From an optimization exercise on the open Yosys and OpenROAD flow, aimed at small area, a short achievable clock period and few clock cycles per item; shortcuts taken in it are not production practice.
Where RTL was checked, it was by simulation tests only, not by an equivalence proof against the original.

==> 08-08: inputs <==
// sx_tag_engine
module sx_tag_engine (
  input  wire         clk,
  input  wire         rst,         
  input  wire         start,
  output wire         ready,
  input  wire [127:0] key,
  input  wire [63:0]  uid,
  input  wire [15:0]  acmd,
  input  wire [31:0]  acnt,
  input  wire [15:0]  alen,
  input  wire [63:0]  atag,
  input  wire         in_valid,
  output wire         in_ready,
  input  wire [15:0]  in_data,
  output reg          done,
  output wire [63:0]  tag,
  output wire         match
);
Settings: LEC_CHECK=0, CAP_MARGIN=20, CELL_PAD_IN_SITES_DETAIL_PLACEMENT=1, CORE_MARGIN=2, CORE_UTILIZATION=40, PLACE_DENSITY=0.6, SETUP_SLACK_MARGIN=2.5, SLEW_MARGIN=20, SYNTH_HIERARCHICAL=1, SYNTH_MINIMUM_KEEP_SIZE=0; clock period 8.0 ns.
standard.sh (not shown) runs the stock make flow with config.mk's settings and CLKGATE_MAP_FILE= SYNTH_SCRIPT=/design/flow/synth_recipe.tcl, a recipe that flattens the netlist after the stock synthesis.
==> flow/flow/run.sh <==
#!/bin/bash
# The standard layout (standard.sh), with one change: the port buffers that
# global placement adds are sky130_fd_sc_hd__buf_1 instead of the delay buffer
# buffer_ports picks by itself.  The whole output goes to standard.log here.
set -euo pipefail
export BUFFER_PORTS_ARGS="-buffer_cell sky130_fd_sc_hd__buf_1"
bash standard.sh > standard.log 2>&1
==> inputs of 10-12, as changes to 08-08 <==
--- a/flow/design.v
+++ b/flow/design.v
@@ -452,42 +452,35 @@
       assign mc[127 - 32*i -: 32] = o;
     end
   endgenerate
 endmodule
 module kx_sel (
   input  wire [127:0] v,
+  input  wire         s0,      
   input  wire         s1,      
   input  wire         s2,      
   output wire [127:0] y_n
 );
   wire [127:0] d1 = {v[126:0], 1'b0} ^ (v[127] ? 128'h87 : 128'h0);
   wire [127:0] d2 = {d1[126:0], 1'b0} ^ (d1[127] ? 128'h87 : 128'h0);
-  assign y_n = ~(({128{s1}} & d1) | ({128{s2}} & d2));
+  assign y_n = ~(({128{s0}} & v) | ({128{s1}} & d1) | ({128{s2}} & d2));
 endmodule
 module st_next (
   input  wire         g,
   input  wire [127:0] m,
-  input  wire         s0,
-  input  wire [127:0] k,
-  input  wire         r,
-  input  wire [127:0] s,
-  input  wire [127:0] kx_n,
-  input  wire [127:0] e,
+  input  wire [127:0] r_n,
+  input  wire [127:0] q,
   output wire [127:0] y
 );
-  wire [127:0] a, j, b, h, f, nm;
+  wire [127:0] f, nm;
   genvar i;
   generate
     for (i = 0; i < 128; i = i + 1) begin : g_bit
-      sb_nand ga (.a(r), .b(s[i]), .y(a[i]));           
-      sb_xnor xj (.a(a[i]), .b(e[i]), .y(j[i]));        
-      sb_nand gb (.a(s0), .b(k[i]), .y(b[i]));          
-      sb_xnor xh (.a(b[i]), .b(j[i]), .y(h[i]));        
-      sb_xnor xf (.a(kx_n[i]), .b(h[i]), .y(f[i]));     
-      sb_nand gm (.a(g), .b(m[i]), .y(nm[i]));          
-      sb_xnor xy (.a(nm[i]), .b(f[i]), .y(y[i]));       
+      sb_xnor xf (.a(r_n[i]), .b(q[i]), .y(f[i]));
+      sb_nand gm (.a(g), .b(m[i]), .y(nm[i]));
+      sb_xnor xy (.a(nm[i]), .b(f[i]), .y(y[i]));
     end
   endgenerate
 endmodule
 module is_zero16 (
   input  wire [15:0] a,
   output wire        z
@@ -624,24 +617,24 @@
     hold   <= !idle_n && !adv_n;
     ld_key <= adv_n && last_n;
     to_l   <= lmsg_n && wz_n;
   end
   wire   use_k    = go || use_kr;
   wire   use_h    = (go && !alen0) || use_hr;
-  wire [127:0] kx_n, st_d;
-  wire [127:0] blk_x;
-  kx_sel u_kx (.v(blk_x), .s1(use_k1), .s2(use_k2), .y_n(kx_n));
+  wire [127:0] rk_term_n, sr_term_n, st_d;
+  kx_sel u_kr (.v(nrk), .s0(use_s0), .s1(use_k1), .s2(use_k2), .y_n(rk_term_n));
+  kx_sel u_ks (.v(sr),  .s0(use_rn),           .s1(use_k1), .s2(use_k2), .y_n(sr_term_n));
   wire [127:0] early = ({128{use_k}} & key)
                      ^ (({128{use_b}} & blk) | ({128{use_h}} & hdr) | ({128{hold}} & st));
-  st_next u_next (.g(use_mc), .m(mc), .s0(use_s0), .k(nrk), .r(use_rn), .s(sr),
-                  .kx_n(kx_n), .e(early), .y(st_d));
+  wire [127:0] q = ~sr_term_n ^ early;
+  st_next u_next (.g(use_mc), .m(mc), .r_n(rk_term_n), .q(q), .y(st_d));
   assign tag = st[127:64];
   reg  [7:0] mpart;
   assign match = &mpart;
   wire [127:0] blk_e = ph[1] ? 128'd0 : ((blk & mask) ^ pad);
-  wire [127:0] bx1;
+  wire [127:0] bx1, blk_x;
   genvar i;
   generate
     for (i = 0; i < 128; i = i + 1) begin : g_bx
       sb_xor xb1 (.a(sr[i]), .b(blk_e[i]), .y(bx1[i]));
       sb_xor xb2 (.a(bx1[i]), .b(nrk[i]), .y(blk_x[i]));
     end
CORE_UTILIZATION = 30   (was 40)
PLACE_DENSITY = 0.5   (was 0.6)
==> run summary <==
quantity	10-12	08-08
Sequential Area	0.01026 mm^2	0.01025 mm^2
Multi-input gate share of total cell area	72.99%	74.43%
Status	timing/DRC/antenna clean	timing/DRC/antenna clean
Number of nets at the end of the flow	7967	8212
Share of cells above drive strength 1	14.91%	13.85%
Antenna diode count	28	19
Wire length per cell after detailed routing	32.01 um	31.22 um
First-pass iteration count of the detailed router	13	11
Global-route track usage on met1	38.71%	44.66%
Number of vias after detailed routing	59250	59100
Area used by multi-input combinational logic	0.05428 mm^2	0.05460 mm^2
Worst clock skew	46.10 ps	47.81 ps
Maximum achievable frequency	182.0 MHz	179.6 MHz
Placeable core region	0.2119 mm^2	0.1587 mm^2
Cell area after synthesis	0.06387 mm^2	0.06411 mm^2
Number of buffers created by CTS	61	59
Insertion delay to the later sink of the worst-skew pair	750 ps	720 ps
Synthesized area divided by synthesized cell count	8.443 um^2	8.260 um^2
Die Outline Area	0.2166 mm^2	0.1635 mm^2
Post CTS Setup Buffer Count	34	29
Testbench counts of 08-08, summed over its fixed seeds: cycles 13,264, items 256.
For 10-12, only the layout was checked, not whether the RTL still works.

-- separate check: timing with driven ports --
The results above use ideal ports. As a check the final layouts listed here were re-extracted and re-timed, cells and wires unchanged. Step 1, drivers: a clkbuf_16 drives clk and a buf_2 each remaining input, both assumed. Step 2 also shifts input and output timing later by t, the mid clock arrival at the registers, as if the neighbouring blocks saw the same clock. Three values: ideal ports, drivers, drivers and shift; two values: the first two.
| run | t, ns | slack for setup (ns) | worst slew at a driven data input, ns |
|---|---|---|---|
| 08-08 | 0.785 | 2.431 / 2.431 / 2.097 | 0.18 |
| 10-12 | 0.807 | 2.505 / 2.505 / 2.505 | 0.28 |
After both steps setup and hold are still met in every run listed. For 08-08, which loses most, drivers alone change the setup slack by 0.000 ns; drivers and shift together by -0.334 ns.
